Background: an optimization exercise with open tools, aiming at small area. Do not read the settings as production practice.
In this exercise RTL edits were held to simulation tests only and were not proved equivalent to the original.

## JK
// rerok_rx
module rerok_rx (
    input  wire        clk,
    input  wire        rst,           
    input  wire        from_board,    
    input  wire        sym_valid,
    input  wire [9:0]  sym,
    output wire        word_valid,
    output wire [5:0]  word_index,
    output wire [31:0] word_data,
    output wire        frame_done,
    output reg  [2:0]  frame_reason,
    output wire [7:0]  frame_type,
    output wire [15:0] frame_seq,
    output wire [7:0]  frame_len
);
==> flow/config.mk <==
export PLATFORM = sky130hd
export DESIGN_NAME = rerok_rx
export DESIGN_NICKNAME = rerok_rx
export VERILOG_FILES = /design/flow/design.v
export SDC_FILE = /design/flow/constraint.sdc
export NUM_CORES = 4
export LEC_CHECK = 0
export CAP_MARGIN = 20
export CORE_MARGIN = 2
export CORE_UTILIZATION = 40
export SLEW_MARGIN = 20
==> flow/constraint.sdc <==
create_clock -name core_clock -period 10.0 [get_ports {clk}]
set_input_delay 2.0000 -clock core_clock [delete_from_list [all_inputs] [get_ports {clk}]]
set_output_delay 2.0000 -clock core_clock [all_outputs]
set_load 0.01 [all_outputs]
standard.sh (not shown) runs the stock make flow with config.mk's settings and CLKGATE_MAP_FILE= SYNTH_SCRIPT=/design/flow/synth_recipe.tcl, a recipe that flattens the netlist after the stock synthesis.
==> flow/flow/run.sh <==
#!/bin/bash
# The standard layout, with the port buffers made from buf_1 cells and a clock tree
# without dummy loads. Each tool's full output goes to a log file in this folder.
set -euo pipefail
bash standard.sh \
  "BUFFER_PORTS_ARGS=-buffer_cell sky130_fd_sc_hd__buf_1" \
  "CTS_ARGS=-sink_clustering_enable -repair_clock_nets -dont_use_dummy_load" \
  finish > flow_make.log 2>&1
JK completed every stage of the flow, and the final layout passed the timing, DRC and antenna checks.
For MS, these inputs were changed with respect to JK:
-- flow/design.v --
<<< JK, line 24
    localparam [1:0] S_BODY  = 2'd2;    
    localparam [1:0] S_CRC   = 2'd3;    
    localparam [31:0] CRC_RESIDUE = 32'hDEBB20E3;
    function [31:0] crc_byte;
        input [31:0] crc;
>>> MS, line 24
    localparam [1:0] S_BODY  = 2'd2;    
    localparam [1:0] S_CRC   = 2'd3;    
    localparam [7:0] CRC_K0 = 8'hFF;
    localparam [7:0] CRC_K1 = 8'h72;
    localparam [7:0] CRC_K2 = 8'h00;
    localparam [7:0] CRC_K3 = 8'hED;
    function [31:0] crc_byte;
        input [31:0] crc;
<<< JK, line 50
    reg  [23:0] word_sr;     
    reg         field_ok;
    wire take = sym_valid & ~rst;
    wire [5:0] c6 = sym[9:4];
>>> MS, line 53
    reg  [23:0] word_sr;     
    reg         field_ok;
    reg         crc_ok;      
    wire take = sym_valid & ~rst;
    wire [5:0] c6 = sym[9:4];
<<< JK, line 240
        end
    end
    wire crc_good = (crc_byte(crc, db) == CRC_RESIDUE);
    wire start    = take & (state == S_COMMA) & is_data & (db != 8'hC5) & (db != 8'h50);
    wire code_end = take & in_frame & ~is_data;
>>> MS, line 244
        end
    end
    reg [7:0] crc_k;
    always @(*) begin
        case (pos[1:0])
            2'd0:    crc_k = CRC_K0;
            2'd1:    crc_k = CRC_K1;
            2'd2:    crc_k = CRC_K2;
            default: crc_k = CRC_K3;
        endcase
    end
    wire crc_byte_ok = ((crc[7:0] ^ db) == crc_k);
    wire crc_good    = crc_byte_ok & crc_ok;
    wire start    = take & (state == S_COMMA) & is_data & (db != 8'hC5) & (db != 8'h50);
    wire code_end = take & in_frame & ~is_data;
<<< JK, line 296
    always @(posedge clk) begin
        if (take)
            crc <= crc_byte(crc | {32{~in_frame}}, db);
    end
endmodule
>>> MS, line 310
    always @(posedge clk) begin
        if (take)
            crc <= crc_byte(crc, db) | {32{~(is_data & (in_frame | (state == S_COMMA)))}};
        if (take)
            crc_ok <= crc_byte_ok & (crc_ok | (pos[1:0] == 2'd0));
    end
endmodule
Findings:
Share of post-route cells with drive strength above 1 delta for MS relative to JK: 1.1 points higher
In MS the shortest clock period the worst path allows after layout turned out 0.72 ns lower than in JK.
Status | MS and JK | clean
MS ended up with a higher worst slack on hold paths than JK did.
[compare] base=JK new=MS: met2 usage in global routing higher, area growth from synthesis to layout higher.
Delta (MS minus JK): sequential share of cell area climbed 3.1 points, data arrival at the endpoint of the critical path dropped 0.73 ns, sequential-to-total area share from yosys stat climbed 3.5 points, compound-gate portion of the synthesized area climbed 2.2 points.

separate check: timing with driven ports:
Ports are ideal in the flow. The routed layouts listed here were re-timed in OpenROAD. Step 1: set_driving_cell puts a clkbuf_16 on clk and a buf_2 on each other input, an assumption about the parent block. Step 2 adds t to the input delays and takes it off the output delays; t is the mean of the earliest and latest rising clock arrival at the registers after step 1. Input paths then give back, and output paths get back, about the clock's delay inside the block. Three values: no drivers, after step 1, after step 2; two values: the first two.
run | t, ns | setup WS [ns] | latest minus earliest clock arrival (ns) | slew at the worst register clock pin (ns) | pins driven straight from the clock port
JK | 0.387 | 1.815 / 1.789 / 1.789 | 0.016 / 0.016 | 0.07 / 0.07 | 1
MS | 0.385 | 2.540 / 2.508 / 2.508 | 0.022 / 0.021 | 0.07 / 0.07 | 1
After both steps setup and hold are still met in every run listed. The setup slack of MS, which loses most, moves by -0.032 ns with the drivers and by -0.032 ns with both steps.
